From an optimization exercise on the open Yosys and OpenROAD flow, aimed at small area, a short achievable clock period and few clock cycles per item; shortcuts taken in it are not production practice. In this exercise RTL edits were held to simulation tests only and were not proved equivalent to the original.

[flow/design.v]
module tmu_stats (
    input  wire         clk,
    input  wire         rst,
    input  wire         in_valid,
    output reg          in_ready,
    input  wire [47:0]  in_count,
    input  wire [95:0]  in_sum,
    input  wire [127:0] in_sumsq,
    output reg          out_valid,
    output wire [63:0]  out_mean,
    output wire [63:0]  out_stddev
);
    localparam C = 11;               
    reg  [3:0] ph;                   
    wire       last = (ph == C - 1);  
    reg          m_v, m_sgn;
    reg  [32:0]  m_n;
    reg  [99:0]  m_q;
    reg  [63:0]  m_u;
    reg  [66:0]  m_cs, m_cc;
    reg  [9:0]   m_ls, m_lc;
    reg  [14:0]  m_cq, m_cu;         
    wire         in_sgn = in_sum[95];
    wire [63:0]  in_u   = in_sum[63:0] ^ {64{in_sgn}};
    function [14:0] booth5;
        input [10:0] w;
        input        inv;            
        integer k;
        reg [2:0] b;
        begin
            for (k = 0; k < 5; k = k + 1) begin
                b = w[2*k +: 3];
                booth5[3*k +: 3] = {b[1] ^ b[0], (b == 3'b100) | (b == 3'b011), b[2] ^ inv};
            end
        end
    endfunction
    wire [10:0]  m_wq = last ? {in_sumsq[9:0], 1'b0} : m_q[19:9];
    reg  [10:0]  m_wu;               
    always @(*) begin
        case (ph)
        4'd0:    m_wu = m_u[19:9];
        4'd1:    m_wu = m_u[29:19];
        4'd2:    m_wu = m_u[39:29];
        4'd3:    m_wu = m_u[49:39];
        4'd4:    m_wu = m_u[59:49];
        4'd5:    m_wu = {6'd0, m_u[63:59]};
        4'd10:   m_wu = {in_u[9:0], 1'b0};
        default: m_wu = 11'd0;
        endcase
    end
    wire [10:0]  m_lo  = {1'd0, m_ls} + {1'd0, m_lc};
    wire [66:0]  m_cs1, m_cc1;
    wire [9:0]   m_ls1, m_lc1;
    mstep5 m_st (.cs(m_cs), .cc(m_cc), .cy(m_lo[10]), .n(m_n), .u(m_u), .cq(m_cq), .cu(m_cu),
                 .cs_o(m_cs1), .cc_o(m_cc1), .ls_o(m_ls1), .lc_o(m_lc1));
    wire [36:0]  m_dh;
    padd #(.W(37)) m_add (.a({m_cs[26:0], m_ls}), .b({m_cc[26:0], m_lc}),
                          .cin(1'b0), .s(m_dh), .cout());
    wire [63:0]  m_abs = m_u + {63'd0, m_sgn};
    reg          s1_v, s1_sgn;
    reg  [32:0]  s1_n;
    reg  [39:0]  s1_x;               
    reg  [109:0] s1_xl;              
    reg  [9:0]   s1_r;
    reg  [10:0]  s1_rem;
    reg  [32:0]  s1_rm;              
    reg  [39:0]  s1_qm;              
    wire [10:0]  s1_nrem;
    wire         s1_g1, s1_g2;
    sq2 #(.QW(10), .RW(11)) s1_sq (.rem(s1_rem), .r(s1_r), .x(s1_x[39:36]),
                                   .rem_o(s1_nrem), .g1(s1_g1), .g2(s1_g2));
    wire [72:0]  s1_stm;
    dstep1 s1_dm (.rem(s1_rm), .dq(s1_qm), .dv(s1_n), .out(s1_stm));
    reg          s2_v, s2_sgn;
    reg  [32:0]  s2_n;
    reg  [39:0]  s2_x;               
    reg  [69:0]  s2_xl;              
    reg  [29:0]  s2_r;
    reg  [30:0]  s2_rem;
    reg  [32:0]  s2_rm;
    reg  [39:0]  s2_qm;
    wire [30:0]  s2_nrem;
    wire         s2_g1, s2_g2;
    sq2 #(.QW(30), .RW(31)) s2_sq (.rem(s2_rem), .r(s2_r), .x(s2_x[39:36]),
                                   .rem_o(s2_nrem), .g1(s2_g1), .g2(s2_g2));
    wire [72:0]  s2_stm;
    dstep1 s2_dm (.rem(s2_rm), .dq(s2_qm), .dv(s2_n), .out(s2_stm));
    reg          s3_v, s3_sgn;
    reg  [32:0]  s3_n;
    reg  [32:0]  s3_rm;
    reg  [39:0]  s3_qm;
    wire [72:0]  s3_stm;
    dstep1 s3_dm (.rem(s3_rm), .dq(s3_qm), .dv(s3_n), .out(s3_stm));
    reg  [39:0]  s3_x;               
    reg  [29:0]  s3_xl;              
    reg  [49:0]  s3_r;
    reg  [50:0]  s3_rem;
    wire [50:0]  s3_nrem;
    wire         s3_g1, s3_g2;
    sq2 #(.QW(50), .RW(51)) s3_sq (.rem(s3_rem), .r(s3_r), .x(s3_x[39:36]),
                                   .rem_o(s3_nrem), .g1(s3_g1), .g2(s3_g2));
    reg          s4_v, s4_sgn;
    reg  [32:0]  s4_n;
    reg  [32:0]  s4_rm;
    reg  [39:0]  s4_qm;
    wire [72:0]  s4_stm;
    dstep1 s4_dm (.rem(s4_rm), .dq(s4_qm), .dv(s4_n), .out(s4_stm));
    reg  [29:0]  s4_x;               
    reg  [69:0]  s4_r;
    reg  [70:0]  s4_rem;
    wire [70:0]  s4_nrem;
    wire         s4_g1, s4_g2;
    sq2 #(.QW(70), .RW(71)) s4_sq (.rem(s4_rem), .r(s4_r), .x(s4_x[29:26]),
                                   .rem_o(s4_nrem), .g1(s4_g1), .g2(s4_g2));
    reg          q1_v, q1_sgn, q1_mex, q1_sex;
    reg  [32:0]  q1_n;
    reg  [36:0]  q1_qm;
    reg  [32:0]  q1_rs;              
    reg  [39:0]  q1_qs;              
    wire [72:0]  q1_sts;
    dstep2 #(.DW(40)) q1_ds (.rem(q1_rs), .dq(q1_qs), .dv(q1_n), .out(q1_sts));
    reg          q2_v, q2_sgn, q2_mex, q2_sex;
    reg  [32:0]  q2_n;
    reg  [36:0]  q2_qm;
    reg  [32:0]  q2_rs;
    reg  [39:0]  q2_qs;
    wire [72:0]  q2_sts;
    dstep2 #(.DW(40)) q2_ds (.rem(q2_rs), .dq(q2_qs), .dv(q2_n), .out(q2_sts));
    wire        q_zero = (q2_n == 33'd0);
    wire [36:0] q_ts   = q2_qs[36:0];
    wire        q_im   = q2_qm[0] & ~(q2_mex & ~q2_qm[1]);
    wire        q_is   = q_ts[0] & ~(q2_sex & (q2_rs == 33'd0) & ~q_ts[1]);
    wire [36:0] q_mean = ({1'b0, q2_qm[36:1]} ^ {37{q2_sgn}}) + {36'd0, q2_sgn ^ q_im};
    wire [35:0] q_sd   = q_ts[36:1] + {35'd0, q_is};
    reg  [36:0] o_mean;
    reg  [35:0] o_sd;
    assign out_mean   = {{27{o_mean[36]}}, o_mean};
    assign out_stddev = {28'd0, o_sd};
    always @(posedge clk) begin
        if (rst) begin
            ph        <= 4'd0;
            in_ready  <= 1'b0;
            m_cq      <= 15'd0;
            m_cu      <= 15'd0;
            m_v       <= 1'b0;
            s1_v      <= 1'b0;
            s2_v      <= 1'b0;
            s3_v      <= 1'b0;
            s4_v      <= 1'b0;
            q1_v      <= 1'b0;
            q2_v      <= 1'b0;
            out_valid <= 1'b0;
        end else begin
            ph        <= last ? 4'd0 : ph + 4'd1;
            in_ready  <= (ph == C - 2);
            m_cq      <= booth5(m_wq, 1'b0);
            m_cu      <= booth5(m_wu, 1'b1);
            out_valid <= q2_v && last;
            if (last) begin
                m_v  <= in_valid;
                s1_v <= m_v;
                s2_v <= s1_v;
                s3_v <= s2_v;
                s4_v <= s3_v;
                q1_v <= s4_v;
                q2_v <= q1_v;
            end
        end
    end
    always @(posedge clk) begin
        o_mean <= q_zero ? 37'd0 : q_mean;
        o_sd   <= q_zero ? 36'd0 : q_sd;
        if (last) begin
            m_n    <= in_count[32:0];
            m_q    <= {5'd0, in_sumsq[94:0]};
            m_u    <= in_u;
            m_sgn  <= in_sgn;
            m_cs   <= in_sgn ? {2'b01, in_sum[63:0], 1'b1} : {1'b1, 66'd0};
            m_cc   <= 67'd0;
            m_ls   <= 10'd0;
            m_lc   <= 10'd0;
            s1_n   <= m_n;
            s1_sgn <= m_sgn;
            s1_x   <= {23'd0, m_dh[36:20]};
            s1_xl  <= {m_dh[19:0], m_q[99:10]};
            s1_r   <= 10'd0;
            s1_rem <= 11'd0;
            s1_rm  <= {4'd0, m_abs[63:35]};
            s1_qm  <= {m_abs[34:0], 5'd0};
            s2_n   <= s1_n;
            s2_sgn <= s1_sgn;
            s2_x   <= s1_xl[109:70];
            s2_xl  <= s1_xl[69:0];
            s2_r   <= {20'd0, s1_r};
            s2_rem <= {20'd0, s1_rem};
            s2_rm  <= s1_rm;
            s2_qm  <= s1_qm;
            s3_n   <= s2_n;
            s3_sgn <= s2_sgn;
            s3_rm  <= s2_rm;
            s3_qm  <= s2_qm;
            s3_x   <= s2_xl[69:30];
            s3_xl  <= s2_xl[29:0];
            s3_r   <= {20'd0, s2_r};
            s3_rem <= {20'd0, s2_rem};
            s4_n   <= s3_n;
            s4_sgn <= s3_sgn;
            s4_rm  <= s3_rm;
            s4_qm  <= s3_qm;
            s4_x   <= s3_xl;
            s4_r   <= {20'd0, s3_r};
            s4_rem <= {20'd0, s3_rem};
            q1_n   <= s4_n;
            q1_sgn <= s4_sgn;
            q1_qm  <= s4_qm[36:0];
            q1_mex <= (s4_rm == 33'd0);
            q1_sex <= (s4_rem == 71'd0);
            q1_rs  <= {4'd0, s4_r[68:40]};
            q1_qs  <= s4_r[39:0];
            q2_n   <= q1_n;
            q2_sgn <= q1_sgn;
            q2_qm  <= q1_qm;
            q2_mex <= q1_mex;
            q2_sex <= q1_sex;
            q2_rs  <= q1_rs;
            q2_qs  <= q1_qs;
        end else begin
            m_cs   <= m_cs1;
            m_cc   <= m_cc1;
            m_ls   <= m_ls1;
            m_lc   <= m_lc1;
            m_q    <= {m_lo[9:0], m_q[99:10]};
            s1_x   <= {s1_x[35:0], 4'd0};
            s1_r   <= {s1_r[7:0], s1_g1, s1_g2};
            s1_rem <= s1_nrem;
            {s1_rm, s1_qm} <= s1_stm;
            s2_x   <= {s2_x[35:0], 4'd0};
            s2_r   <= {s2_r[27:0], s2_g1, s2_g2};
            s2_rem <= s2_nrem;
            {s2_rm, s2_qm} <= s2_stm;
            s3_x   <= {s3_x[35:0], 4'd0};
            s3_r   <= {s3_r[47:0], s3_g1, s3_g2};
            s3_rem <= s3_nrem;
            {s3_rm, s3_qm} <= s3_stm;
            s4_x   <= {s4_x[25:0], 4'd0};
            s4_r   <= {s4_r[67:0], s4_g1, s4_g2};
            s4_rem <= s4_nrem;
            {s4_rm, s4_qm} <= s4_stm;
            {q1_rs, q1_qs} <= q1_sts;
            {q2_rs, q2_qs} <= q2_sts;
        end
    end
endmodule
module mstep5 (
    input  wire [66:0] cs,
    input  wire [66:0] cc,
    input  wire        cy,           
    input  wire [32:0] n,
    input  wire [63:0] u,
    input  wire [14:0] cq,           
    input  wire [14:0] cu,           
    output wire [66:0] cs_o,
    output wire [66:0] cc_o,
    output wire [9:0]  ls_o,
    output wire [9:0]  lc_o
);
    wire [76:0] rn [0:4];
    wire [76:0] ru [0:4];
    genvar k;
    generate
        for (k = 0; k < 5; k = k + 1) begin : row
            wire        n1 = cq[3*k+2], n2 = cq[3*k+1], nn = cq[3*k];
            wire        u1 = cu[3*k+2], u2 = cu[3*k+1], un = cu[3*k];
            wire [33:0] mn = ({34{n1}} & {1'd0, n}) | ({34{n2}} & {n, 1'b0});
            wire [64:0] mu = ({65{u1}} & {1'd0, u}) | ({65{u2}} & {u, 1'b0});
            wire [34:0] pn = {~nn, mn ^ {34{nn}}};
            wire [65:0] pu = {~un, mu ^ {65{un}}};
            assign rn[k] = {{(42-2*k){1'b0}}, pn, {(2*k){1'b0}}};
            assign ru[k] = {{(11-2*k){1'b0}}, pu, {(2*k){1'b0}}};
        end
    endgenerate
    wire [76:0] n1x = rn[1] | {76'd0, cq[0]};
    wire [76:0] u1x = ru[1] | {76'd0, cu[0]};
    wire [76:0] n2x = rn[2] | {74'd0, cq[3], 2'b0};
    wire [76:0] u2x = ru[2] | {72'd0, cu[3], 2'b0};
    wire [76:0] n3x = rn[3] | {70'd0, cq[6], 4'b0};
    wire [76:0] u3x = ru[3] | {70'd0, cu[6], 4'b0};
    wire [76:0] n4x = rn[4] | {68'd0, cq[9], 6'b0};
    wire [76:0] u4x = ru[4] | {68'd0, cu[9], 6'b0};
    localparam [76:0] K = 77'd341 * ((77'd5 << 65) - (77'd1 << 34));
    wire [76:0] e   = K | {67'd0, cq[12] & cu[12], cq[12] ^ cu[12], 8'b0};
    wire [76:0] a0  = {10'd0, cs};
    wire [76:0] b0  = {10'd0, cc};
    function [153:0] csa;            
        input [76:0] x, y, z;
        begin
            csa = {x ^ y ^ z, ((x & y) | (x & z) | (y & z)) << 1};
        end
    endfunction
    wire [76:0] l1 [0:7];
    assign {l1[0], l1[1]} = csa(a0, b0, rn[0]);
    assign {l1[2], l1[3]} = csa(n1x, n2x, n3x);
    assign {l1[4], l1[5]} = csa(n4x, ru[0], u1x);
    assign {l1[6], l1[7]} = csa(u2x, u3x, u4x);
    wire [76:0] l2 [0:5];
    assign {l2[0], l2[1]} = csa(l1[0], l1[1], l1[2]);
    assign {l2[2], l2[3]} = csa(l1[3], l1[4], l1[5]);
    assign {l2[4], l2[5]} = csa(l1[6], l1[7], e);
    wire [76:0] l3 [0:3];
    assign {l3[0], l3[1]} = csa(l2[0], l2[1], l2[2]);
    assign {l3[2], l3[3]} = csa(l2[3], l2[4], l2[5]);
    wire [76:0] l4 [0:1];
    assign {l4[0], l4[1]} = csa(l3[0], l3[1] | {76'd0, cy}, l3[2]);
    wire [76:0] fs, fc;
    assign {fs, fc} = csa(l4[0], l4[1], l3[3]);
    assign cs_o = fs[76:10];
    assign cc_o = fc[76:10];
    assign ls_o = fs[9:0];
    assign lc_o = fc[9:0];
endmodule
module dstep1 (
    input  wire [32:0] rem,
    input  wire [39:0] dq,
    input  wire [32:0] dv,
    output wire [72:0] out
);
    wire [33:0] d;
    wire        g;
    padd #(.W(34)) a1 (.a({rem, dq[39]}), .b(~{1'b0, dv}), .cin(1'b1), .s(d), .cout(g));
    assign out = {g ? d[32:0] : {rem[31:0], dq[39]}, dq[38:0], g};
endmodule
module sq2 #(parameter QW = 32, parameter RW = 34) (
    input  wire [RW-1:0] rem,
    input  wire [QW-1:0] r,
    input  wire [3:0]    x,
    output wire [RW-1:0] rem_o,
    output wire          g1,
    output wire          g2
);
    localparam W1 = RW + 2;
    localparam W2 = RW + 4;
    wire [W2-1:0] w = {rem, x};
    wire [W1-1:0] d1;
    wire [W2-1:0] d2a, d2b;
    wire          c2a, k;
    padd #(.W(W1)) a1 (.a({rem, x[3:2]}), .b(~{{(W1-QW-2){1'b0}}, r, 2'b01}),
                       .cin(1'b1), .s(d1), .cout(g1));
    padd #(.W(W2)) a2 (.a(w), .b(~{{(W2-QW-3){1'b0}}, r, 3'b001}),
                       .cin(1'b1), .s(d2a), .cout(c2a));
    wire [W2-1:0] y  = ~{{(W2-QW-4){1'b0}}, r, 4'b1000};
    wire [W2-1:0] z  = ~{{(W2-QW-3){1'b0}}, r, 3'b001};
    wire [W2-1:0] ps = w ^ y ^ z;
    wire [W2-1:0] pc = {(w[W2-2:0] & y[W2-2:0]) | (w[W2-2:0] & z[W2-2:0]) | (y[W2-2:0] & z[W2-2:0]), 1'b1};
    padd #(.W(W2)) a3 (.a(ps), .b(pc), .cin(1'b1), .s(d2b), .cout(k));
    wire          c2b = k & ((w[W2-1] & y[W2-1]) | (w[W2-1] & z[W2-1]) | (y[W2-1] & z[W2-1]));
    assign g2    = g1 ? c2b : c2a;
    assign rem_o = g1 ? (c2b ? d2b[RW-1:0] : {d1[RW-3:0], x[1:0]})
                      : (c2a ? d2a[RW-1:0] : w[RW-1:0]);
endmodule
module dstep2 #(parameter DW = 38) (
    input  wire [32:0]      rem,
    input  wire [DW-1:0]    dq,
    input  wire [32:0]      dv,
    output wire [DW+32:0]   out
);
    wire [34:0] w = {rem, dq[DW-1:DW-2]};
    wire [33:0] d1;
    wire [34:0] d2a, d2b;
    wire        g1, c2a, k;
    padd #(.W(34)) a1 (.a({rem, dq[DW-1]}), .b(~{1'b0, dv}), .cin(1'b1), .s(d1), .cout(g1));
    padd #(.W(35)) a2 (.a(w), .b(~{2'b0, dv}), .cin(1'b1), .s(d2a), .cout(c2a));
    wire [34:0] y  = ~{2'b0, dv};
    wire [34:0] z  = ~{1'b0, dv, 1'b0};
    wire [34:0] ps = w ^ y ^ z;
    wire [34:0] pc = {(w[33:0] & y[33:0]) | (w[33:0] & z[33:0]) | (y[33:0] & z[33:0]), 1'b1};
    padd #(.W(35)) a3 (.a(ps), .b(pc), .cin(1'b1), .s(d2b), .cout(k));
    wire c2b = k & ((w[34] & y[34]) | (w[34] & z[34]) | (y[34] & z[34]));
    wire g2  = g1 ? c2b : c2a;
    assign out = {g1 ? (c2b ? d2b[32:0] : {d1[31:0], dq[DW-2]})
                     : (c2a ? d2a[32:0] : w[32:0]),
                  dq[DW-3:0], g1, g2};
endmodule
module padd #(parameter W = 8) (
    input  wire [W-1:0] a,
    input  wire [W-1:0] b,
    input  wire         cin,
    output wire [W-1:0] s,
    output wire         cout
);
    function integer lg2;            
        input integer x;
        integer k;
        begin
            lg2 = 0;
            for (k = 1; k < x; k = k * 2)
                lg2 = lg2 + 1;
        end
    endfunction
    localparam L = lg2(W + 1);
    wire [W:0] g [0:L];
    wire [W:0] p [0:L];
    assign g[0] = {a & b, cin};
    assign p[0] = {a ^ b, 1'b0};
    genvar l, i;
    generate
        for (l = 0; l < L; l = l + 1) begin : lv
            for (i = 0; i <= W; i = i + 1) begin : bt
                if ((i >> l) & 1) begin : c
                    localparam integer J = ((i >> l) << l) - 1;
                    assign g[l+1][i] = g[l][i] | (p[l][i] & g[l][J]);
                    assign p[l+1][i] = p[l][i] & p[l][J];
                end else begin : n
                    assign g[l+1][i] = g[l][i];
                    assign p[l+1][i] = p[l][i];
                end
            end
        end
    endgenerate
    assign s    = p[0][W:1] ^ g[L][W-1:0];
    assign cout = g[L][W];
endmodule
[flow/flow/run.sh]
#!/bin/bash
# Standard synthesis, then the standard layout with a larger setup margin
# for repair_timing (the SDC is unchanged).
set -euo pipefail
bash standard.sh synth > synth.log 2>&1
bash standard.sh SETUP_SLACK_MARGIN=5.8 finish > layout.log 2>&1
[flow/standard.sh]
#!/bin/bash
# synth_recipe.tcl (not shown) runs the flow's synth.tcl, then flattens the netlist and writes it again
# the make line also repeats each setting of config.mk as NAME=value (left out here)
make -C /OpenROAD-flow-scripts/flow DESIGN_CONFIG=/design/flow/config.mk WORK_HOME=/design/flow/orfs CLKGATE_MAP_FILE= SYNTH_SCRIPT=/design/flow/synth_recipe.tcl "${@:-finish}"
[flow/config.mk]
export PLATFORM = sky130hd
export DESIGN_NAME = tmu_stats
export DESIGN_NICKNAME = tmu_stats
export VERILOG_FILES = /design/flow/design.v
export SDC_FILE = /design/flow/constraint.sdc
export NUM_CORES = 4
export LEC_CHECK = 0
export ABC_CLOCK_PERIOD_IN_PS = 3000
export CAP_MARGIN = 30
export CORE_MARGIN = 2
export CORE_UTILIZATION = 40
export SLEW_MARGIN = 30
[flow/constraint.sdc]
create_clock -name core_clock -period 10.0 [get_ports {clk}]
set_input_delay 2.0000 -clock core_clock [delete_from_list [all_inputs] [get_ports {clk}]]
set_output_delay 2.0000 -clock core_clock [all_outputs]
set_load 0.01 [all_outputs]
==> results of run 1 <==
path summary, 6_finish.rpt:
kind                                    to  slack [ns]
worst max-delay path            s4_rem[28]        5.54
worst min-delay path             q2_qm[36]        0.39
worst max register to register  s4_rem[28]        5.54
worst min register to register   q2_qm[36]        0.39
kinds of logic (layout without fill, tap and decap cells):
group	after synthesis	in the layout	synth area share
other	1	37	0.00002895
DFF	1860	1860	0.3331
muxes	126	126	0.009862
AOI/OAI and AO/OA	2910	2917	0.1467
adders and majority gates	1989	1989	0.2389
and+or+nand+nor	3812	3813	0.1285
xor gates and xnor gates	1223	1223	0.08269
buffers and inverters	2000	2610	0.06022
cells in the final DEF (no fill, tap or decap), types with 428 or more instances in the layout:
cell type     n
nand2_1    1910
inv_1      1201
dfxtp_1    1183
ha_1       1137
fa_1        795
xnor2_1     789
nor2_1      748
a21oi_1     593
edfxtp_1    590
a22oi_1     510
o21ai_0     428
what timing repair did:
| item | CTS | global route |
|---|---|---|
| pin swaps | 183 | 298 |
| gates resized for setup | 601 | 657 |
| setup endpoints to repair | 517 | 587 |
| buffers inserted | 264 | 182 |
| gates cloned | 42 | 29 |
| hold buffers | 0 | 0 |
critical path: stages, from the launching register on:
cell and delay (ns):
dfxtp_2 0.35, clkinv_4 0.08, fa_1 0.53, ha_4 0.30, nand4_1 0.18, a21oi_2 0.21, o211ai_1 0.10, buf_4 0.17
a211oi_4 0.34, o21a_4 0.24, inv_4 0.06, o22ai_4 0.20, a31oi_4 0.12, buf_12 0.15, o41a_4 0.40, buf_4 0.20
clkbuf_16 0.19, o31ai_4 0.26, o22ai_1 0.11, a21oi_1 0.16
state kept, by name, indices dropped and copies added (netlist names), 51 cells and up:
register	flops
s2_xl	70
m_q	91
m_u	64
s1_xl	110
m_cc	66
s4_r	70
s4_rem	71
s3_rem	51
m_cs	67
cell usage after synthesis, drive strengths merged, types with 46 or more instances:
cell,count
edfxtp,590
a211oi,102
nand2b,72
o211ai,46
o21bai,48
and2,170
nand3,150
nand4,81
dfxtp,1270
o21ai,565
clkbuf,485
buf,229
and3,73
nor2,809
inv,1286
xor2,429
fa,807
xnor2,794
mux2i,113
ha,1182
a21o,299
o22ai,105
a22oi,520
nor3,187
nand2,1957
nor2b,118
a31oi,92
nor4,54
or3,52
a21oi,686
o21a,133
per-layer routing:
metal	vias to the layer above	global-route usage	wire (µm)
li1	48340	-	-
met1	49320	0.3063	169800
met2	3619	0.3855	188400
met3	884	0.04081	30300
met4	12	0.09392	19500
met5	-	0	184
metrics by stage:
stage          utilization  cells  hold slack [ns]  instance area [µm²]
2_1_floorplan            -  13950           0.3989               129700
5_1_grt             0.4805  18880           0.4169               154600
4_1_cts             0.4651  18660           0.3975               149600
3_5_place_dp        0.4236  17960           0.4034               136300
3_3_place_gp        0.4234  17960           0.4005               136200
6_report            0.4805  18880           0.3921               154600
area by class of cell:
type	instances	area [µm²]	share of cell area
sequential	1860	43320	0.2803
tap	4305	5386	0.03485
timing repair buffer	928	10970	0.07098
timing repair inverter	1	8.758	0.00005666
clock buffer	268	5738	0.03712
multi-input combinational	10100	82650	0.5347
antenna	9	22.52	0.0001457
clock inverter	127	1528	0.009884
inverter	1286	4943	0.03198
==> summary.md, run 1 <==
| Metric | Value |
|---|---|
| Status | timing/DRC/antenna clean |
| Library cells used by synthesis | around 100 |
| CTS tree | built |
| Rows | 208 |
| Routed wire length | 408100 µm |
| DRC viols | 0 |
| Clock Sinks | approximately 1.9k |
| Sequential area share after synthesis | 0.3331 |
| DP HPWL | about 270000 µm |
| Drt pass-1 iters | 8 |
| Synth area leaders | dfxtp_1 (20%), edfxtp_1 (14%), fa_1 (12%), ha_1 (11%), nand2_1 (5.7%) |
| Syn Inst Count | 13.92k |
| Crit path DAT | between 5 and 6 ns |
| YS warnings | 12 |
| CTS H-tree lvls | 4 |
| Hold Vio Cnt, Final | 0 |
| Max-Cap Viols | 0 |
| First-pass GRT wire length | 602900 µm |
| Startpoint types | flip-flop |
| Setup TNS | 0 ns |
| DIE AREA | 328400 µm² |
| Final slew viol count | 0 |
| DIE WIDTH | between 500 and 600 µm |
| CP required | 10.81 ns |
| WS Path Type | flip-flop to flip-flop |
| Final-stage net count | around 17k |
| Die height | 573.1 µm |
| Clock period minus worst slack | between 4 and 5 ns |
| Total number of vias | just over 100k |
| Vias per inst | 5.412 |
| Total track usage | 0.2349 |
| Fmax | approximately 220 MHz |
| Unrepaired setup endpoints after global routing | true |
| Final Cycle Share | 0.4464 |
| Largest net degree at the start of global routing | roughly 180 |
| Final setup vio count | 0 |
| R2R Path Start | s4_r[1] |
| Top cell type's share of synthesized area | 0.1963 |
| Final setup margin | between 5 and 6 ns |
| Initial antenna violation count | 17 |
| Critical path origin | s4_r[1] |
| CP Capture Type | flip-flop |
| EDFF count, synth | 590 |
| Post-synthesis cell area | approximately 130000 µm² |
| Least-Margin Pin Slew | between 1 and 1.5 ns |
| Later-pin clock latency in the skew report | around 0.93 ns |
| Core Area | 321700 µm² |
| Yosys top cell by area | dfxtp_1 |
| Initial Util | 0.4027 |
| Avg Inst Size Synth | between 9 and 10 µm² |
| Cts bufs inserted | around 210 |
| FF+latch count, synth | between 1.5k and 2k |
| Fillcell total | between 30k and 40k |
| Clk buf depth | 4 |
| Worst Skew | around 0.10 ns |
| Slew HR | 0.2370 |
| Share of cells above drive strength 1 | 0.1213 |
| Placement Setup Slack | slightly above 4 ns |
| WL/cell | 21.62 µm |
| Peak fanout along the critical path | 6 |
| Hold Path Depth | 0 |
| Hold path start | q1_qm[36] |
| Gpl congestion | a little under 0.9 |
| Worst r2r path cells | 19 |
| Clock slew at reported path FFs | 0.06 ns |
| Hold/Removal Path Class | flip-flop to flip-flop |
| Root Driver | clkbuf_16 |
| Final ANT Viol Nets | 0 |
| Post-synth top flop | dfxtp_1 |
| Port buffer count | 297 |
| I/O pin total | approximately 410 |
| Vias in the first global route | 99.85k |
| 1st-iter DRT viols | 7944 |
| Ys async rst share | 0 |
| Layout area overhead | 19.33% |
| Global route overflow | 0 |
Testbench counts, summed over its fixed seeds: cycles 26,944, items 2,400.
==> inputs of run 2 (changes only) <==
--- a/flow/flow/run.sh
+++ b/flow/flow/run.sh
@@ -5,2 +5,2 @@
 bash standard.sh synth > synth.log 2>&1
-bash standard.sh SETUP_SLACK_MARGIN=5.8 finish > layout.log 2>&1
+bash standard.sh SETUP_SLACK_MARGIN=6.0 finish > layout.log 2>&1
==> run 2 against run 1 <==
  * Flip-flop and latch count did not move
  * Register-to-register slack improved by 0.06 ns
  * Synthesized area did not move
  * First-iteration DRC count rose by 6.7%
  * Hold slack improved by 0.0098 ns
  * Critical path depth rose by 2
  * Global-route usage rose by 0.90 points
  * Non-clock buffer count rose by 247
  * Critical path type unchanged
  * Largest cell class unchanged
==> summary.md, run 2 <==
| Metric | Value |
|---|---|
| Status | timing/DRC/antenna clean |
| Largest regs | s1_xl x110, m_q x91, s4_rem x71 |
| Max stage delay on crit path | roughly 0.53 ns |
| Placed Area | ~140000 µm² |
| Hold_buf cts | 0 |
| YS warnings | 12 |
| Final setup vio count | 0 |
| Hold Vio Cnt, Final | 0 |
| Reg with most FFs | s1_xl |
| CP dominant cell by count | buf_12 |
| CTS tree | built |
| CTS H-tree lvls | 4 |
| Drt pass-1 iters | 8 |
| Core Area | between 300000 and 400000 µm² |
| Critical path origin | s4_r[3] |
| Top cell type's share of synthesized area | 0.1963 |
| Root Driver | clkbuf_16 |
| Total track usage | 0.2439 |
| Initial antenna violation count | 22 |
| Final Cycle Share | 0.4403 |
| Final slew viol count | 0 |
| Gpl congestion | approximately 0.9 |
| EDFF count, synth | 590 |
| Later-pin clock latency in the skew report | slightly above 0.9 ns |
| Total number of vias | 104.3k |
| Sequential area share after synthesis | 0.3331 |
| Clock slew at reported path FFs | about 0.06 ns |
| Final Non-Filler Cells | between 15k and 20k |
| Port buffer count | between 200 and 300 |
| Initial Util | 0.4027 |
| Post-synth top flop | dfxtp_1 |
| CP Capture Type | flip-flop |
| Slowest library cell on the worst path | fa_1 |
| Hold/Removal Path Class | flip-flop to flip-flop |
| Commonest non-fill, non-tap cell in the layout | nand2_1 |
| Library cells used by synthesis | slightly above 100 |
| Critical path, cell by cell | inv_4 > fa_1 > ha_4 > nand4_1 > a21oi_2 > o211ai_1 > buf_4 > a211oi_4 > o21a_4 > inv_4 > o22ai_4 > a31oi_4 > buf_12 > o41ai_4 > buf_12 > buf_12 > buf_6 > o311ai_0 > o21ai_1 > o22ai_1 > a21oi_1 |
| Avg Inst Size Synth | 9.305 µm² |
| Largest net degree at the start of global routing | 196 |
| Peak fanout along the critical path | 6 |
| Fmax | around 230 MHz |
| Fillcell total | slightly below 30k |
| Most common cell in the synthesized netlist | nand2_1 |
| Layout area overhead | 23.58% |
| Synth area leaders | dfxtp_1 (20%), edfxtp_1 (14%), fa_1 (12%), ha_1 (11%), nand2_1 (5.7%) |
| Vias per inst | approximately 5.4 |
| Global route overflow | 0 |
| Commonest cells after routing, fill and taps aside | nand2_1 (1891), dfxtp_1 (1175), inv_1 (1151) |
| FF+latch count, synth | roughly 1.9k |
| Clock period minus worst slack | roughly 4.4 ns |
| Ys async rst share | 0 |
| Crit path DAT | 5.21 ns |
| Post-layout util | 0.4977 |
| Final instance area | ~160000 µm² |
| First-pass GRT wire length | slightly above 600000 µm |
| DRC viols | 0 |
| Slew HR | 0.2400 |
| Unrepaired setup endpoints after global routing | true |
| Placed cells | between 15k and 20k |
| R2R Path End | s4_rem[6] |
| DIE WIDTH | 573.1 µm |
| Post-synthesis cell area | roughly 130000 µm² |
| Share of cells above drive strength 1 | 0.1645 |
| Clk buf depth | 4 |
| 1st-iter DRT viols | between 8k and 9k |
| Final ANT Viol Nets | 0 |
| Final-stage net count | 16.90k |
| Syn Inst Count | 13.92k |
| WS Path Type | flip-flop to flip-flop |
| Clock Sinks | about 1.9k |
| WL/cell | around 22 µm |
| I/O pin total | about 410 |
| Startpoint types | flip-flop |
| Reg-to-reg slack, setup | 5.60 ns |
| Vias in the first global route | slightly above 100k |
| CP required | roughly 11 ns |
| Top post-synthesis cells by count | nand2_1 (1957), inv_1 (1280), dfxtp_1 (1270) |
| Worst r2r path cells | 21 |
| Yosys top cell by area | dfxtp_1 |
| R2R Path Start | s4_r[3] |
| Cts bufs inserted | between 200 and 250 |
| Die height | 573.1 µm |
| Max FFs per register | 110 |
| Least-Margin Pin Slew | 1.130 ns |
| Rows | ~210 |
| Max-Cap Viols | 0 |
| Setup crit end | s4_rem[6] |
| Routed wire length | 423100 µm |
| DP HPWL | around 270000 µm |
| Setup TNS | 0 ns |
| Worst Skew | 0.06145 ns |
| DIE AREA | ~330000 µm² |
==> run 2: cell counts after synthesis <==
No cell type changed its count.
==> run 2: logic make-up after synthesis <==
family | synth area share
compound gates | 0.1467
xor+xnor | 0.08269
fa+ha+maj | 0.2389
buf+inv | 0.06022
flops | 0.3331
mux | 0.009862
other cells | 0.00002895
simple gates | 0.1285
==> run 2: worst max-delay path: cells and delay by family, from the launching register on <==
family	cells	cell delay, ns
compound gates	11	2.07
simple gates	1	0.17
buf+inv	7	0.90
flops	1	0.34
fa+ha+maj	2	0.82
==> run 2: repair_timing <==
action                                  in CTS  in global routing
pin swaps                                  497                551
gates cloned                                81                 22
setup buffers                              465                211
endpoints found under the setup margin     601                481
gates resized for setup                   1094                770
==> run 2: metrics by stage <==
stage / worst slack (ns) / hold WS, ns
2_1_floorplan: 5.995 / 0.3989
3_3_place_gp: 4.068 / 0.4002
3_5_place_dp: 4.043 / 0.4045
4_1_cts: 5.666 / 0.4051
5_1_grt: 5.467 / 0.4188
6_report: 5.597 / 0.4019
==> run 2: cell type report <==
class	count	area, µm²	share of cell area
Multi-Input combinational cell	10100	84680	0.5290
Sequential cell	1860	43350	0.2708
Timing Repair Buffer	1175	14170	0.08852
Clock buffer	312	6274	0.03919
Tap cell	4305	5386	0.03365
Inverter	1286	4947	0.03090
Clock inverter	90	1220	0.007621
Antenna cell	18	45.04	0.0002814
Timing Repair inverter	2	13.76	0.00008598
==> run 2: metal layers <==
layer  track usage  share of wire  vias up
met5             0        0.00010        -
met4        0.1180          0.056        6
met3       0.04201          0.075     1102
met2        0.3976           0.46     3820
met1        0.3126           0.41    50430
li1              -              -    48900
==> run 2: how the worst min path moves through the flow <==
stage	from	end	slack, ns	depth (start not counted)
floorplan	s2_x[6]	s2_x[10]	0.40	2
global placement	q1_qm[15]	q2_qm[15]	0.40	0
detailed placement	q1_qm[10]	q2_qm[10]	0.40	0
CTS	s4_qm[8]	q1_qm[8]	0.41	0
global route	s4_qm[8]	q1_qm[8]	0.42	0
finish	s4_qm[8]	q1_qm[8]	0.40	0
==> inputs of run 3 (changes only) <==
--- a/flow/design.v
+++ b/flow/design.v
@@ -93,2 +93,9 @@
     dstep1 s3_dm (.rem(s3_rm), .dq(s3_qm), .dv(s3_n), .out(s3_stm));
+    reg  [32:0]  s3_rs;
+    reg  [6:0]   s3_qs;
+    reg          s3_db;
+    wire [33:0]  s3_sh = {s3_rs, s3_db};
+    wire [33:0]  s3_d;
+    wire         s3_g;
+    padd #(.W(34)) s3_ad (.a(s3_sh), .b(~{1'b0, s3_n}), .cin(1'b1), .s(s3_d), .cout(s3_g));
     reg  [39:0]  s3_x;               
@@ -107,2 +114,9 @@
     dstep1 s4_dm (.rem(s4_rm), .dq(s4_qm), .dv(s4_n), .out(s4_stm));
+    reg  [32:0]  s4_rs;
+    reg  [16:0]  s4_qs;
+    reg          s4_db;
+    wire [33:0]  s4_sh = {s4_rs, s4_db};
+    wire [33:0]  s4_d;
+    wire         s4_g;
+    padd #(.W(34)) s4_ad (.a(s4_sh), .b(~{1'b0, s4_n}), .cin(1'b1), .s(s4_d), .cout(s4_g));
     reg  [29:0]  s4_x;               
@@ -118,17 +132,10 @@
     reg  [32:0]  q1_rs;              
-    reg  [39:0]  q1_qs;              
-    wire [72:0]  q1_sts;
-    dstep2 #(.DW(40)) q1_ds (.rem(q1_rs), .dq(q1_qs), .dv(q1_n), .out(q1_sts));
-    reg          q2_v, q2_sgn, q2_mex, q2_sex;
-    reg  [32:0]  q2_n;
-    reg  [36:0]  q2_qm;
-    reg  [32:0]  q2_rs;
-    reg  [39:0]  q2_qs;
-    wire [72:0]  q2_sts;
-    dstep2 #(.DW(40)) q2_ds (.rem(q2_rs), .dq(q2_qs), .dv(q2_n), .out(q2_sts));
-    wire        q_zero = (q2_n == 33'd0);
-    wire [36:0] q_ts   = q2_qs[36:0];
-    wire        q_im   = q2_qm[0] & ~(q2_mex & ~q2_qm[1]);
-    wire        q_is   = q_ts[0] & ~(q2_sex & (q2_rs == 33'd0) & ~q_ts[1]);
-    wire [36:0] q_mean = ({1'b0, q2_qm[36:1]} ^ {37{q2_sgn}}) + {36'd0, q2_sgn ^ q_im};
+    reg  [36:0]  q1_qs;              
+    wire [69:0]  q1_sts;
+    dstep2 #(.DW(37)) q1_ds (.rem(q1_rs), .dq(q1_qs), .dv(q1_n), .out(q1_sts));
+    wire        q_zero = (q1_n == 33'd0);
+    wire [36:0] q_ts   = q1_qs[36:0];
+    wire        q_im   = q1_qm[0] & ~(q1_mex & ~q1_qm[1]);
+    wire        q_is   = q_ts[0] & ~(q1_sex & (q1_rs == 33'd0) & ~q_ts[1]);
+    wire [36:0] q_mean = ({1'b0, q1_qm[36:1]} ^ {37{q1_sgn}}) + {36'd0, q1_sgn ^ q_im};
     wire [35:0] q_sd   = q_ts[36:1] + {35'd0, q_is};
@@ -150,3 +157,2 @@
             q1_v      <= 1'b0;
-            q2_v      <= 1'b0;
             out_valid <= 1'b0;
@@ -157,3 +163,3 @@
             m_cu      <= booth5(m_wu, 1'b1);
-            out_valid <= q2_v && last;
+            out_valid <= q1_v && last;
             if (last) begin
@@ -165,3 +171,2 @@
                 q1_v <= s4_v;
-                q2_v <= q1_v;
             end
@@ -217,11 +222,7 @@
             q1_sex <= (s4_rem == 71'd0);
-            q1_rs  <= {4'd0, s4_r[68:40]};
-            q1_qs  <= s4_r[39:0];
-            q2_n   <= q1_n;
-            q2_sgn <= q1_sgn;
-            q2_qm  <= q1_qm;
-            q2_mex <= q1_mex;
-            q2_sex <= q1_sex;
-            q2_rs  <= q1_rs;
-            q2_qs  <= q1_qs;
+            q1_rs  <= s4_rs;
+            q1_qs  <= {s4_r[19:0], s4_qs};
+            s4_rs  <= s3_rs;
+            s4_qs  <= {10'd0, s3_qs};
+            s4_db  <= s3_r[9];
         end else begin
@@ -249,3 +250,8 @@
             {q1_rs, q1_qs} <= q1_sts;
-            {q2_rs, q2_qs} <= q2_sts;
+            s3_rs  <= (ph == 4'd2) ? {1'd0, s3_r[32:1]} : (s3_g ? s3_d[32:0] : s3_sh[32:0]);
+            s3_qs  <= {s3_qs[5:0], s3_g};
+            s3_db  <= s3_r[ph - 4'd2];
+            s4_rs  <= s4_g ? s4_d[32:0] : s4_sh[32:0];
+            s4_qs  <= {s4_qs[15:0], s4_g};
+            s4_db  <= s4_r[{1'b0, ph} + 5'd8];
         end
--- a/flow/flow/run.sh
+++ b/flow/flow/run.sh
@@ -5,2 +5,2 @@
 bash standard.sh synth > synth.log 2>&1
-bash standard.sh SETUP_SLACK_MARGIN=6.0 finish > layout.log 2>&1
+bash standard.sh SETUP_SLACK_MARGIN=5.8 finish > layout.log 2>&1
==> run 3 against run 2 <==
  * Critical path type unchanged
  * Flip-flop and latch count is 58 lower
  * Core utilization is 2.3 points lower
  * Still clean
==> summary.md, run 3 <==
| Metric | Value |
|---|---|
| Status | timing/DRC/antenna clean |
| Post-Synth Simple-Gate Area | 0.1273 |
| Share of cells above drive strength 1 | 0.1110 |
| Clock slew at reported path FFs | about 0.060 ns |
| Final slew viol count | 0 |
| DIE WIDTH | ~570 µm |
| Hold Vio Cnt, Final | 0 |
| Peak fanout along the critical path | 6 |
| Final ANT Viol Nets | 0 |
| Total track usage | 0.2457 |
| CP dominant cell by count | buf_12 |
| Reg with most FFs | s1_xl |
| Least-Margin Pin Slew | 1.152 ns |
| Total number of vias | ~100k |
| Library cells used by synthesis | 105 |
| Clock period minus worst slack | 4.446 ns |
| EDFF count, synth | approximately 560 |
| Die height | approximately 570 µm |
| DP HPWL | 282300 µm |
| Initial Util | 0.4022 |
| Most common cell in the synthesized netlist | nand2_1 |
| Startpoint types | flip-flop |
| Top post-synthesis cells by count | nand2_1 (1861), inv_1 (1248), dfxtp_1 (1244) |
| Ys async rst share | 0 |
| Slew HR | 0.2259 |
| Largest regs | s1_xl x110, m_q x91, s4_rem x71 |
| Synth area leaders | dfxtp_1 (20%), edfxtp_1 (13%), fa_1 (12%), ha_1 (11%), nand2_1 (5.5%) |
| Max-Cap Viols | 0 |
| Max FFs per register | between 100 and 150 |
| Yosys top cell by area | dfxtp_1 |
| Routed wire length | a little over 400000 µm |
| WS Path Type | flip-flop to flip-flop |
| Commonest cells after routing, fill and taps aside | nand2_1 (1830), inv_1 (1167), dfxtp_1 (1159) |
| Cts bufs inserted | 205 |
| Largest family of logic cells by synthesized area | adder cells |
| WL/cell | around 22 µm |
| Worst Skew | 0.08958 ns |
| Post-synthesis xor/xnor area fraction | 0.08366 |
| Adder-Cell Fraction of Synth Area | 0.2352 |
| Syn Inst Count | 13.67k |
| Post-synthesis cell area | around 130000 µm² |
| Final setup margin | roughly 5.6 ns |
| Initial antenna violation count | 15 |
| Avg Inst Size Synth | between 9 and 10 µm² |
| Crit path DAT | around 5.3 ns |
| Fmax | 224.9 MHz |
| Vias in the first global route | a little under 100k |
| Fillcell total | 29.55k |
| Critical path, cell by cell | fa_1 > ha_4 > nand4_1 > a211oi_2 > a31oi_4 > a2111oi_4 > a31oi_4 > o21ai_4 > a21oi_4 > inv_4 > a21oi_4 > buf_12 > buf_12 > buf_12 > nor2_4 > buf_4 > a221oi_2 > o32ai_1 |
| Placement Setup Slack | 3.911 ns |
| Port buffer count | slightly below 300 |
| CTS tree | built |
| Unrepaired setup endpoints after global routing | true |
| Final setup vio count | 0 |
| Gpl congestion | between 0.9 and 1 |
| Drt pass-1 iters | 6 |
| CP Capture Type | flip-flop |
| 1st-iter DRT viols | ~8.9k |
| Commonest non-fill, non-tap cell in the layout | nand2_1 |
| Rows | about 210 |
| FF+latch count, synth | around 1.8k |
| Top cell type's share of synthesized area | 0.1964 |
| Post-synth top flop | dfxtp_1 |
| Setup TNS | 0 ns |
| I/O pin total | ~410 |
| Slowest library cell on the worst path | fa_1 |
| Layout area overhead | 18.01% |
| Vias per inst | between 5 and 6 |
| Clock Sinks | about 1.8k |
| DRC viols | 0 |
| CP required | between 10 and 15 ns |
| Mux cell area share after synthesis | 0.01132 |
| Final Cycle Share | 0.4446 |
| Global route overflow | 0 |
| YS warnings | 12 |
| Max stage delay on crit path | approximately 0.51 ns |
| CTS H-tree lvls | 4 |
| Root Driver | clkbuf_16 |
| Largest net degree at the start of global routing | approximately 230 |
| Hold/Removal Path Class | flip-flop to flip-flop |
| Clk buf depth | 4 |
| Later-pin clock latency in the skew report | 0.95 ns |
| Core Area | between 300000 and 400000 µm² |
| DIE AREA | around 320000 µm² |
| Final-stage net count | around 16k |
| Sequential area share after synthesis | 0.3286 |
| First-pass GRT wire length | about 600000 µm |
| Compound-Gate Fraction of Synth Area | 0.1534 |
[run 3: changes by cell type after synthesis, moves of 32 or more]
cell / before / now
a21oi_1: 686 / 759
nand2_1: 1957 / 1861
inv_1: 1280 / 1248
fa_1: 807 / 772
o21ai_1: 17 / 51
nor3_1: 187 / 148
o22ai_1: 104 / 64
nor2b_1: 118 / 85
o21ai_0: 545 / 470
ha_1: 1182 / 1148
edfxtp_1: 590 / 558
[run 3: repair_timing]
action	in CTS	in global routing
setup buffers	303	188
pin swaps	107	180
setup endpoints to repair	969	420
hold buffers	0	0
cloned	23	19
gates resized for setup	412	423
[run 3: cell type report]
class	instances	area (µm²)	area share
Sequential cell	1802	41860	0.2798
Clock inverter	113	1379	0.009216
Timing Repair inverter	3	26.28	0.0001756
Tap cell	4160	5205	0.03479
Clock buffer	268	5649	0.03776
Antenna cell	9	22.52	0.0001505
Inverter	1254	4848	0.03241
Timing Repair Buffer	923	10460	0.06994
Multi-Input combinational cell	9930	80170	0.5358
[run 3: per-layer routing]
layer	global-route usage	share of wire	vias to the layer above
li1	-	-	47620
met1	0.3146	0.41	48780
met2	0.4040	0.46	3797
met3	0.04237	0.076	1035
met4	0.1113	0.051	12
met5	0	0.00020	-
[run 3: worst paths after layout]
check	start	endpoint	depth (start not counted)	slack, ns
worst max-delay path	s4_rem[8]	s4_rem[30]	18	5.55
worst min-delay path	s1_xl[57]	s2_xl[57]	0	0.39
worst max register to register	s4_rem[8]	s4_rem[30]	18	5.55
worst min register to register	s1_xl[57]	s2_xl[57]	0	0.39
[run 3: cells by family after synthesis]
family                   Yosys count
AND/OR/NAND/NOR                 3667
buffers and inverters           1966
XOR/XNOR                        1211
flip-flops                      1802
adder cells (fa/ha/maj)         1920
other                              1
multiplexers                     131
AO/OA/AOI/OAI                   2968
[run 3: through the flow]
| step | area (µm²) | hold WS, ns | std cells | utilization |
|---|---|---|---|---|
| finish | 149600 | 0.3921 | 18460 | 0.4746 |
| detailed placement | 133200 | 0.4045 | 17540 | 0.4226 |
| global placement | 133100 | 0.4002 | 17540 | 0.4224 |
| CTS | 145400 | 0.3894 | 18250 | 0.4613 |
| floorplan | 126900 | 0.3918 | 13690 | - |
| global route | 149600 | 0.3972 | 18460 | 0.4746 |
[run 3: critical path, delay by kind of cell (launching register included)]
kind            cells  cell delay [ns]
compound gates      9             1.87
fa+ha+maj           2             0.80
buf+inv             5             0.71
flops               1             0.47
simple gates        2             0.46
Testbench counts of run 3, summed over its fixed seeds: cycles 26,856, items 2,400.
==> inputs of run 4 (changes only) <==
--- a/flow/flow/run.sh
+++ b/flow/flow/run.sh
@@ -5,2 +5,2 @@
 bash standard.sh synth > synth.log 2>&1
-bash standard.sh SETUP_SLACK_MARGIN=5.8 finish > layout.log 2>&1
+bash standard.sh SETUP_SLACK_MARGIN=5.6 finish > layout.log 2>&1
==> run 4 against run 3 <==
  * Core utilization down 1.2 points
  * Still clean on timing, DRC and antenna
  * Non-clock buffer count down 200
  * Via count down 2.2%
  * Critical path depth up 2
  * Die area unchanged
  * First-iteration DRC count down 11%
  * Flip-flop and latch count unchanged
  * Synthesized area unchanged
  * Largest cell class unchanged
==> summary.md, run 4 <==
| Metric | Value |
|---|---|
| Min Hold Slack | ~0.4 ns |
| Startpoint types | flip-flop |
| Ys async rst share | 0 |
| I/O pin total | between 400 and 500 |
| Hold path start | s1_qm[35] |
| Setup TNS | 0 ns |
| Final setup margin | around 5.6 ns |
| Reg with most FFs | s1_xl |
| CP Capture Type | flip-flop |
| Unrepaired setup endpoints after global routing | true |
| DIE WIDTH | around 570 µm |
| Status | timing/DRC/antenna clean |
| Synth area leaders | dfxtp_1 (20%), edfxtp_1 (13%), fa_1 (12%), ha_1 (11%), nand2_1 (5.5%) |
| Vias per inst | around 5.4 |
| Placed cells | ~18k |
| Global route overflow | 0 |
| WS Path Type | flip-flop to flip-flop |
| Reg area | around 42000 µm² |
| Initial Util | 0.4022 |
| Max-Cap Viols | 0 |
| Clock slew at reported path FFs | 0.06 ns |
| Clock Sinks | 1802 |
| Avg Inst Size Synth | 9.277 µm² |
| Final Cycle Share | 0.4390 |
| Fillcell total | about 30k |
| Share of cells above drive strength 1 | 0.08489 |
| Top delay family on crit path | compound AO/OA/AOI/OAI gates |
| WL/cell | ~22 µm |
| Rows | between 200 and 250 |
| Post-synthesis cell area | 126800 µm² |
| YS warnings | 12 |
| Top post-synthesis cells by count | nand2_1 (1861), inv_1 (1248), dfxtp_1 (1244) |
| Drt pass-1 iters | 6 |
| Critical path, cell by cell | clkinvlp_4 > fa_1 > ha_4 > nand4_1 > buf_6 > o21bai_4 > nor4_4 > a2111oi_4 > buf_4 > a31oi_4 > buf_12 > o21ai_4 > a21oi_4 > inv_4 > a21oi_4 > buf_6 > buf_12 > nor2_4 > a32oi_1 > a21oi_1 |
| Final-stage net count | ~16k |
| Commonest non-fill, non-tap cell in the layout | nand2_1 |
| Final Non-Filler Cells | approximately 18k |
| Cts bufs inserted | ~200 |
| Multi-input logic area | 79020 µm² |
| CTS H-tree lvls | 4 |
| CTS tree | built |
| Commonest cells after routing, fill and taps aside | nand2_1 (1850), inv_1 (1184), dfxtp_1 (1173) |
| First-pass GRT wire length | 591300 µm |
| Largest regs | s1_xl x110, m_q x91, s4_rem x71 |
| Worst Skew | around 0.097 ns |
| Hold Vio Cnt, Final | 0 |
| Critical path origin | s4_r[9] |
| FF+latch count, synth | approximately 1.8k |
| Hold/Removal Path Class | flip-flop to flip-flop |
| Core Area | approximately 320000 µm² |
| Syn Inst Count | between 10k and 15k |
| Placement Setup Slack | approximately 3.7 ns |
| Root Driver | clkbuf_16 |
| Clk buf depth | 4 |
| Port buffer count | around 300 |
| Routed wire length | approximately 400000 µm |
| Library cells used by synthesis | between 100 and 150 |
| Die height | roughly 570 µm |
| Yosys top cell by area | dfxtp_1 |
| Final slew viol count | 0 |
| Gpl congestion | between 0.9 and 1 |
| DRC viols | 0 |
| Max stage delay on crit path | around 0.54 ns |
| Slew HR | 0.3066 |
| CP required | about 11 ns |
| Least-Margin Pin Slew | around 1.0 ns |
| Crit path DAT | 5.15 ns |
| 1st-iter DRT viols | ~7.9k |
| Later-pin clock latency in the skew report | 0.93 ns |
| Vias in the first global route | between 90k and 100k |
| Largest net degree at the start of global routing | ~190 |
| Sequential area share after synthesis | 0.3286 |
| Clock period minus worst slack | around 4.4 ns |
| DIE AREA | 321500 µm² |
| Max FFs per register | 110 |
| Peak fanout along the critical path | 17 |
| Final setup vio count | 0 |
| Fmax | approximately 230 MHz |
| Total number of vias | 98.97k |
| Total track usage | 0.2365 |
| R2R Path Start | s4_r[9] |
| EDFF count, synth | 558 |
| Slowest library cell on the worst path | fa_1 |
| Layout area overhead | 15.00% |
| Top cell type's share of synthesized area | 0.1964 |
| Initial antenna violation count | 13 |
| Buffer and inverter count on the worst path | 7 |
| Final ANT Viol Nets | 0 |
| DP HPWL | between 200000 and 300000 µm |
| Post-synth top flop | dfxtp_1 |
| Most common cell in the synthesized netlist | nand2_1 |
[run 4: cell counts after synthesis]
No cell type changed its count.
[run 4: cells by family after synthesis]
family | share of synthesized area
fa+ha+maj | 0.2352
simple gates | 0.1273
buf+inv | 0.06050
flops | 0.3286
mux | 0.01132
other cells | 0.00002958
compound gates | 0.1534
xor+xnor | 0.08366
[run 4: per-stage QoR]
stage	instance area, µm²	utilization
final	145800	0.4625
after global routing	145800	0.4625
after CTS	142300	0.4515
after detailed placement	133300	0.4227
after global placement	133100	0.4223
after floorplan	126900	-
[run 4: what timing repair did]
action	4_1_cts	5_1_grt
pin swaps	33	92
resized for setup	188	296
gates cloned	9	9
setup buffers	95	207
setup endpoints to repair	375	325
hold buffers	0	0
[run 4: area by class of cell]
| type | count | area share |
|---|---|---|
| repair buffers | 723 | 0.05391 |
| well taps | 4160 | 0.03570 |
| flip-flops and latches | 1802 | 0.2868 |
| clock buffers | 290 | 0.04094 |
| inverters | 1254 | 0.03296 |
| clock inverters | 91 | 0.007577 |
| diodes | 10 | 0.0001716 |
| multi-input cells | 9928 | 0.5420 |
[run 4: worst paths after layout]
path,slack (ns),depth (start not counted),to
min,0.40,2,s2_qm[35]
max,5.61,20,s4_rem[57]
min reg2reg,0.40,2,s2_qm[35]
max reg2reg,5.61,20,s4_rem[57]
[run 4: routing by layer]
layer / wire length, µm / GRT usage / vias to the layer above / share of wire
met5: 171 / 0 / - / 0.00043
met1: 163700 / 0.3050 / 47590 / 0.42
li1: - / - / 47170 / -
met4: 19030 / 0.1004 / 9 / 0.048
met2: 184300 / 0.3918 / 3340 / 0.47
met3: 27170 / 0.03806 / 863 / 0.069
[run 4: tightest hold or removal path, cell delays in order (launching register included)]
cell,delay (ns)
dfxtp_1,0.31
nand2_1,0.05
nand2_1,0.04
==> inputs of run 5 (changes only) <==
--- a/flow/flow/run.sh
+++ b/flow/flow/run.sh
@@ -5,2 +5,2 @@
 bash standard.sh synth > synth.log 2>&1
-bash standard.sh SETUP_SLACK_MARGIN=5.6 finish > layout.log 2>&1
+bash standard.sh SETUP_SLACK_MARGIN=5.4 finish > layout.log 2>&1
==> run 5 against run 4 <==
  * Synthesized cell count is the same
  * Count of clock-buffer cells in the layout stayed put
  * Flip-flop and latch count is the same
  * Core utilization shrank 1.1 points
  * Setup slack got worse by 0.19 ns
  * Register-to-register slack worse by 0.19 ns
  * Critical endpoint is now m_cs[25]
  * Highest routed layer unchanged
==> summary.md, run 5 <==
| Metric | Value |
|---|---|
| Synth area leaders | dfxtp_1 (20%), edfxtp_1 (13%), fa_1 (12%), ha_1 (11%), nand2_1 (5.5%) |
| Hold path start | s1_qm[35] |
| Post-synth top flop | dfxtp_1 |
| Reg with most FFs | s1_xl |
| CP required | approximately 11 ns |
| Peak fanout along the critical path | 11 |
| Hold/Removal Path Class | flip-flop to flip-flop |
| I/O pin total | 405 |
| Clock slew at reported path FFs | approximately 0.060 ns |
| Avg Inst Size Synth | around 9 µm² |
| DIE WIDTH | around 570 µm |
| Drt pass-1 iters | 6 |
| FF+latch count, synth | 1802 |
| Top post-synthesis cells by count | nand2_1 (1861), inv_1 (1248), dfxtp_1 (1244) |
| Final-stage net count | about 16k |
| Reg-to-reg slack, setup | about 5.4 ns |
| Final instance area | about 140000 µm² |
| Least-Margin Pin Slew | between 1 and 1.5 ns |
| Max stage delay on crit path | between 0.9 and 1 ns |
| DR WL met3 | about 25000 µm |
| Fmax | about 220 MHz |
| Initial Util | 0.4022 |
| Slowest library cell on the worst path | edfxtp_1 |
| Hold Vio Cnt, Final | 0 |
| Most common cell in the synthesized netlist | nand2_1 |
| Startpoint types | flip-flop |
| WS Path Type | flip-flop to flip-flop |
| CP Capture Type | flip-flop |
| Ys async rst share | 0 |
| Vias per inst | approximately 5.4 |
| Worst Hold Path EP | s2_qm[35] |
| Placed Area | roughly 130000 µm² |
| Clock period minus worst slack | ~4.6 ns |
| Largest net degree at the start of global routing | around 190 |
| Status | timing/DRC/antenna clean |
| Sequential area share after synthesis | 0.3286 |
| Commonest non-fill, non-tap cell in the layout | nand2_1 |
| DP HPWL | 283800 µm |
| Library cells used by synthesis | approximately 110 |
| Slew HR | 0.2752 |
| Global route overflow | 0 |
| Gpl congestion | ~0.92 |
| Vias in the first global route | around 96k |
| Final Cycle Share | 0.4576 |
| Total number of vias | between 90k and 100k |
| CTS tree | built |
| Unrepaired setup endpoints after global routing | true |
| Wl on met1 | around 160000 µm |
| Port buffer count | around 300 |
| Max FFs per register | 110 |
| DR WL met2 | roughly 180000 µm |
| Highest Signal Layer | met5 |
| Setup TNS | 0 ns |
| CP dominant cell by count | fa_1 |
| R2R Path Start | m_n[26] |
| Clock Sinks | around 1.8k |
| 1st-iter DRT viols | 7672 |
| Commonest cells after routing, fill and taps aside | nand2_1 (1855), inv_1 (1217), dfxtp_1 (1201) |
| Hold_buf cts | 0 |
| Post-synthesis cell area | 126800 µm² |
| WL/cell | between 20 and 25 µm |
| Routed wire length | about 390000 µm |
| Cts bufs inserted | 204 |
| Clk buf depth | 4 |
| Rows | just over 200 |
| Final setup vio count | 0 |
| Initial antenna violation count | 10 |
| Final slew viol count | 0 |
| DIE AREA | 321500 µm² |
| Total track usage | 0.2350 |
| CTS H-tree lvls | 4 |
| Top cell type's share of synthesized area | 0.1964 |
| Critical path, cell by cell | a22oi_1 > xor2_1 > fa_1 > inv_1 > fa_1 > inv_1 > fa_1 > fa_1 > inv_1 > fa_1 > nand2_1 > nand2_1 |
| Later-pin clock latency in the skew report | about 0.93 ns |
| YS warnings | 12 |
| Crit path DAT | between 5 and 6 ns |
| Hold Path Depth | 2 |
| Syn Inst Count | roughly 14k |
| Final ANT Viol Nets | 0 |
| First-pass GRT wire length | 587600 µm |
| Worst r2r path cells | 12 |
| R2R Path End | m_cs[25] |
| DRC viols | 0 |
| Worst Skew | between 0.09 and 0.1 ns |
| Largest regs | s1_xl x110, m_q x91, s4_rem x71 |
| Root Driver | clkbuf_16 |
| Die height | roughly 570 µm |
| Post-layout util | 0.4512 |
| Max-Cap Viols | 0 |
| Core Area | between 300000 and 400000 µm² |
| Share of cells above drive strength 1 | 0.05794 |
| EDFF count, synth | around 560 |
| Layout area overhead | 12.19% |
| Yosys top cell by area | dfxtp_1 |
-- run 5: cell counts after synthesis --
Identical to the previous run, type by type.
-- run 5: logic make-up (layout without fill, tap and decap cells) --
| logic type | Yosys count | in the layout | share of synthesized area |
|---|---|---|---|
| AOI/OAI and AO/OA | 2968 | 2970 | 0.1534 |
| other | 1 | 37 | 0.00002958 |
| buffers and inverters | 1966 | 2131 | 0.06050 |
| muxes | 131 | 131 | 0.01132 |
| xor gates and xnor gates | 1211 | 1211 | 0.08366 |
| DFF | 1802 | 1802 | 0.3286 |
| and+or+nand+nor | 3667 | 3667 | 0.1273 |
| adders and majority gates | 1920 | 1920 | 0.2352 |
-- run 5: area by class of cell --
| type | instances | area [µm²] |
|---|---|---|
| antenna | 9 | 22.52 |
| clock buffer | 290 | 5969 |
| clock inverter | 91 | 1105 |
| fill | 30420 | 173000 |
| inverter | 1254 | 4772 |
| multi-input combinational | 9927 | 78310 |
| sequential | 1802 | 41770 |
| tap | 4160 | 5205 |
| timing repair buffer | 496 | 5082 |
-- run 5: repair_timing --
action | in CTS | in global routing
endpoints found under the setup margin | 309 | 251
gates resized for setup | 98 | 115
pin swaps | 20 | 24
buffers inserted | 32 | 50
cloned | 6 | 3
-- run 5: metrics by stage --
step | instances | setup slack [ns] | hold WS, ns
floorplan | 13690 | 5.782 | 0.3918
global placement | 17540 | 3.779 | 0.4006
detailed placement | 17550 | 3.737 | 0.4041
CTS | 17970 | 5.359 | 0.3996
global route | 18030 | 5.286 | 0.4172
finish | 18030 | 5.424 | 0.4017
-- run 5: worst max-delay path: cells and delay by family, from the launching register on --
| family | cells | cell delay, ns |
|---|---|---|
| xor+xnor | 1 | 0.22 |
| buf+inv | 3 | 0.18 |
| compound gates | 1 | 0.18 |
| simple gates | 2 | 0.21 |
| flops | 1 | 0.96 |
| fa+ha+maj | 5 | 2.70 |
-- run 5: how the worst max path moves through the flow --
| stage | startpoint | to | cells after the start |
|---|---|---|---|
| global route | s3_r[0] | s3_rem[45] | 16 |
| finish | m_n[26] | m_cs[25] | 12 |
| CTS | s3_r[4] | s3_rem[45] | 18 |
| detailed placement | s3_r[26] | s3_rem[4] | 15 |
| floorplan | q1_n[1] | q1_rs[32] | 17 |
| global placement | s3_r[1] | s3_rem[45] | 16 |
-- run 5: metal layers --
metal / global-route usage / vias up
li1: - / 46690
met1: 0.3022 / 47010
met2: 0.3902 / 3052
met3: 0.03980 / 779
met4: 0.09630 / 4
met5: 0 / -

## separate check: timing with driven ports
In the flow no input, the clock included, has a driving cell. The finished layouts below were timed again as built, in two steps.
Step 1 sets driving cells, clkbuf_16 on the clock port and buf_2 on the other inputs (assumed; they add their load-dependent delay and slew).
Step 2 moves the port delays by t, midway between the first and last clock arrival at a register: inputs arrive t later, outputs are due t later. That takes back most of the time a late clock gives input paths.
a / b / c = ideal / step 1 / step 2; a / b = the first two.
| run | t, ns | setup WS [ns] | worst hold slack (ns) | cell pins on the clock port's net |
|---|---|---|---|---|
| run 1 | 0.991 | 5.536 / 5.536 / 5.536 | 0.392 / 0.392 / 0.392 | 1 |
| run 2 | 0.996 | 5.597 / 5.597 / 5.597 | 0.402 / 0.402 / 0.402 | 1 |
| run 3 | 0.996 | 5.554 / 5.554 / 5.554 | 0.392 / 0.392 / 0.392 | 1 |
| run 4 | 0.984 | 5.610 / 5.610 / 5.610 | 0.399 / 0.399 / 0.399 | 1 |
| run 5 | 0.981 | 5.424 / 5.424 / 5.424 | 0.402 / 0.402 / 0.402 | 1 |
After both steps setup and hold are still met in every run listed.
